What follows belongs to an exercise in optimizing a design on an open flow for small area, a short achievable clock period and few clock cycles per item; a production flow would make more cautious choices.
In this exercise RTL edits were held to simulation tests only and were not proved equivalent to the original.

==> flow/design.v, too long to show whole: its modules and the start of the top module <==
// module rs_word_decoder: 609 lines
module rs_word_decoder (
  input              clk,
  input              rst,
  input              in_valid,
  output             in_ready,
  input      [303:0] in_word,
  output             out_valid,
  input              out_ready,
  output     [303:0] out_word,
  output     [1:0]   out_nerr,
  output             out_uncorrectable
);
  // ...
==> flow/run.sh <==
#!/bin/bash
# synth_recipe.tcl (not shown) runs the flow's synth.tcl, then flattens the netlist and writes it again
# the make line also repeats each setting of config.mk as NAME=value (left out here)
make -C /OpenROAD-flow-scripts/flow DESIGN_CONFIG=/design/flow/config.mk WORK_HOME=/design/flow/orfs CLKGATE_MAP_FILE= SYNTH_SCRIPT=/design/flow/synth_recipe.tcl finish
==> flow/config.mk <==
export PLATFORM = sky130hd
export DESIGN_NAME = rs_word_decoder
export DESIGN_NICKNAME = rs_word_decoder
export VERILOG_FILES = /design/flow/design.v
export SDC_FILE = /design/flow/constraint.sdc
export NUM_CORES = 4
export LEC_CHECK = 0
export CAP_MARGIN = 40
export CORE_MARGIN = 2
export CORE_UTILIZATION = 40
export PLACE_DENSITY = 0.6
export SETUP_SLACK_MARGIN = 3.9
export SLEW_MARGIN = 40
==> flow/constraint.sdc <==
create_clock -name core_clock -period 8.0 [get_ports {clk}]
set_input_delay 1.6000 -clock core_clock [delete_from_list [all_inputs] [get_ports {clk}]]
set_output_delay 1.6000 -clock core_clock [all_outputs]
set_load 0.01 [all_outputs]
==> results.json, run 1 <==
{
  "final_util_pct": 47.62,
  "reg2reg_from": "w0[86]$_DFF_P_",
  "syn_inst": 19762,
  "dr.max_layer_used": "met5",
  "finalWeightedCongestion": 1.142,
  "slowest_stage": "xnor2_1",
  "vias": 167331,
  "setup_violations": 0,
  "r2r_slack_ns": 3.65,
  "slowest_delay_ns": 0.73,
  "fillers": 44320,
  "synth_area_um2": 191500,
  "synth_mux_area_share_pct": 0.2849,
  "outcome": "failed layout checks",
  "hpwlAfterDp_um": 913700,
  "wl_met2_um": 504800,
  "timing.final.ws_setup_ns": 3.646,
  "postPlaceCellArea_um2": 212000,
  "cp.depth": 9,
  "cp_max_fo": 8,
  "ant_nets": 3,
  "wl_met1_um": 456700,
  "largest_cell_class": "multi-input combinational cells",
  "cp_cell_sequence": "buf_4, xnor2_1, xnor2_1, xor2_1, xnor2_1, xnor2_1, xnor3_1, xnor2_1, xnor2_1",
  "violations": "antenna violations"
}
Testbench counts, summed over its fixed seeds: cycles 1,680, items 1,600.
==> inputs of run 2 (changes only) <==
--- a/flow/config.mk
+++ b/flow/config.mk
@@ -11,3 +11,3 @@
 export PLACE_DENSITY = 0.6
-export SETUP_SLACK_MARGIN = 3.9
+export SETUP_SLACK_MARGIN = 4.25
 export SLEW_MARGIN = 40
==> run 2 against run 1 <==
Still fails the layout checks on antenna violations. Register-to-register slack better by 0.25 ns. Via count rose by 0.30%. Clock skew fell by 0.061 ns. Critical path type unchanged. Highest routed layer unchanged.
==> results.json, run 2 <==
{
  "outcome": "failed layout checks",
  "violations": "antenna violations",
  "reg2reg_from": "w0[140]$_DFF_P_",
  "grt_pass1_vias": 150597,
  "finalCriticalPeriod_ns": 4.108,
  "syn_inst": 19762,
  "clk_path_buf_depth": 4,
  "drtPass1Iterations": 20,
  "fin_cells": 27496,
  "cp-startpoint": "w0[140]$_DFF_P_",
  "place_inst": 26484,
  "ys.flop_type": "dfxtp_1",
  "totalWireLength_um": 1250000,
  "grt_pass1_wl_um": 1580000,
  "synth_commonest_cells": "xnor2_1 (6391), dfxtp_1 (3501), nand2_1 (2094)",
  "die_area_um2": 484200,
  "cp-start-kind": "flip-flop",
  "reg2reg_to": "s1_0[4]$_DFF_P_",
  "antenna_found_initial": 168,
  "clock_latency_ns": 1.07,
  "synth_area_um2": 191500,
  "tightest_slew_ns": 1.084,
  "hold_buffers": 0,
  "r2r_slack_ns": 3.89,
  "required_ns": 8.79,
  "drt_iter0_markers": 29578,
  "core_area_um2": 477700,
  "vias_per_cell": 6.104,
  "arrival_ns": 4.90,
  "yosysMostFrequentCell": "xnor2_1",
  "hpwlAfterDp_um": 923000,
  "yosysTopAreaCellShare_pct": 36.60,
  "route.detailed.drc": 0,
  "async_flop_share_pct": 0,
  "areaGrowthSynthToFinish_pct": 20.09,
  "hold_path_depth": 0,
  "ant_nets": 2,
  "dieWidth_um": 695.9,
  "clkTransAtPathRegs_ns": 0.07,
  "hold_ws_ns": 0.2279,
  "start_util_pct": 40.09,
  "wl_per_cell_um": 45.45,
  "tns_ns": 0,
  "cts_buffers": 379,
  "avgSynthCellArea_um2": 9.689,
  "ys_seq_elements": 3808,
  "yosysUniqueCellTypes": 105,
  "rows": 254,
  "dieHeight_um": 695.9,
  "vias": 167828,
  "numPortBuffers": 616,
  "root_buffer": "clkbuf_16",
  "max_slew_margin_pct": 27.24,
  "finalCritPeriodShare_pct": 51.35,
  "reg2regPathDepth": 7,
  "path_class": "flip-flop to flip-flop",
  "grt-ovfl-total": 0,
  "yosysSeqAreaShare_pct": 41.42,
  "cp_max_fo": 9,
  "htreeDepth": 5,
  "grt_usage_pct": 49.89,
  "finalWeightedCongestion": 1.171,
  "synth_warnings": 1,
  "synth_top_cell_by_area": "dfxtp_1",
  "timing.fmax_ghz": 0.2434,
  "fin_skew_ns": 0.1200,
  "cp-endpoint": "s1_0[4]$_DFF_P_",
  "hold_class": "flip-flop to flip-flop",
  "synth_area_leaders": "dfxtp_1 (37%), xnor2_1 (29%), xor2_1 (7.3%)",
  "num_io_pins": 617,
  "cap_viol_max_count": 0,
  "clock-sinks": 3808,
  "synth_edf_count": 307,
  "grt_max_degree": 136,
  "slew_violations": 0,
  "grt_setup_unrepaired": "true",
  "setup_violations": 0,
  "synth_nets": 20111,
  "cts_tree": "done",
  "hold_violations": 0,
  "cp-end-kind": "flip-flop",
  "final_nets": 20906
}
## run 2: cell counts after synthesis
Identical to the previous run, type by type.
## run 2: layout make-up
class                      instances  area, um2
antenna                          209      523.0
clock buffer                     518      10930
clock inverter                   193       2332
fill                           44099     247700
inverter                          95      381.6
multi-input combinational      14605     113300
sequential                      3808      79810
tap                             6400       8008
timing repair buffer            1665      14650
timing repair inverter             3      26.28
## run 2: metal layers
| layer | track usage [%] | wire length, um | part of all wire (%) |
|---|---|---|---|
| met1 | 60.38 | 457100 | 37 |
| met2 | 69.66 | 498100 | 40 |
| met3 | 18.59 | 158300 | 13 |
| met4 | 41.60 | 135500 | 11 |
| met5 | 2.000 | 817 | 0.065 |
## run 2: worst min path at each step
stage,from,to,slack (ns)
4_1_cts,w6[176]$_DFF_P_,w7[176]$_DFF_P_,0.22
3_3_place_gp,w5[104]$_DFF_P_,w6[104]$_DFF_P_,0.31
2_1_floorplan,cons4$_DFF_P_,cons5$_DFF_P_,0.31
5_1_grt,w6[176]$_DFF_P_,w7[176]$_DFF_P_,0.23
3_5_place_dp,omg1_5[1]$_DFF_P_,omg1_6[1]$_DFF_P_,0.31
6_report,w6[176]$_DFF_P_,w7[176]$_DFF_P_,0.23
## run 2: timing repair
action,CTS,global route
cloned,3,2
setup buffers,42,44
setup endpoints to repair,447,168
gates resized for setup,339,206
pin swaps,22,26
## run 2: critical path: stages (launching register included)
cell	delay (ns)
dfxtp_2	0.31
buf_4	0.35
xor2_2	0.73
xnor2_1	0.50
xnor2_1	0.77
xnor2_1	0.17
xnor2_1	0.17
xnor2_1	0.83
## run 2: cell families after synthesis
logic type	share of synthesized area (%)
AO/OA/AOI/OAI	6.600
XOR/XNOR	38.51
adder cells (fa/ha/maj)	0.3320
buffers and inverters	2.784
flip-flops	41.42
multiplexers	0.2849
AND/OR/NAND/NOR	10.07
## run 2: metrics by stage
stage	util (%)	area [um2]	worst slack (ns)
global placement	43.94	209900	2.849
floorplan	-	191500	4.250
global route	48.07	229600	4.083
finish	48.14	229900	3.892
detailed placement	44.45	212300	3.063
CTS	47.67	227700	3.971
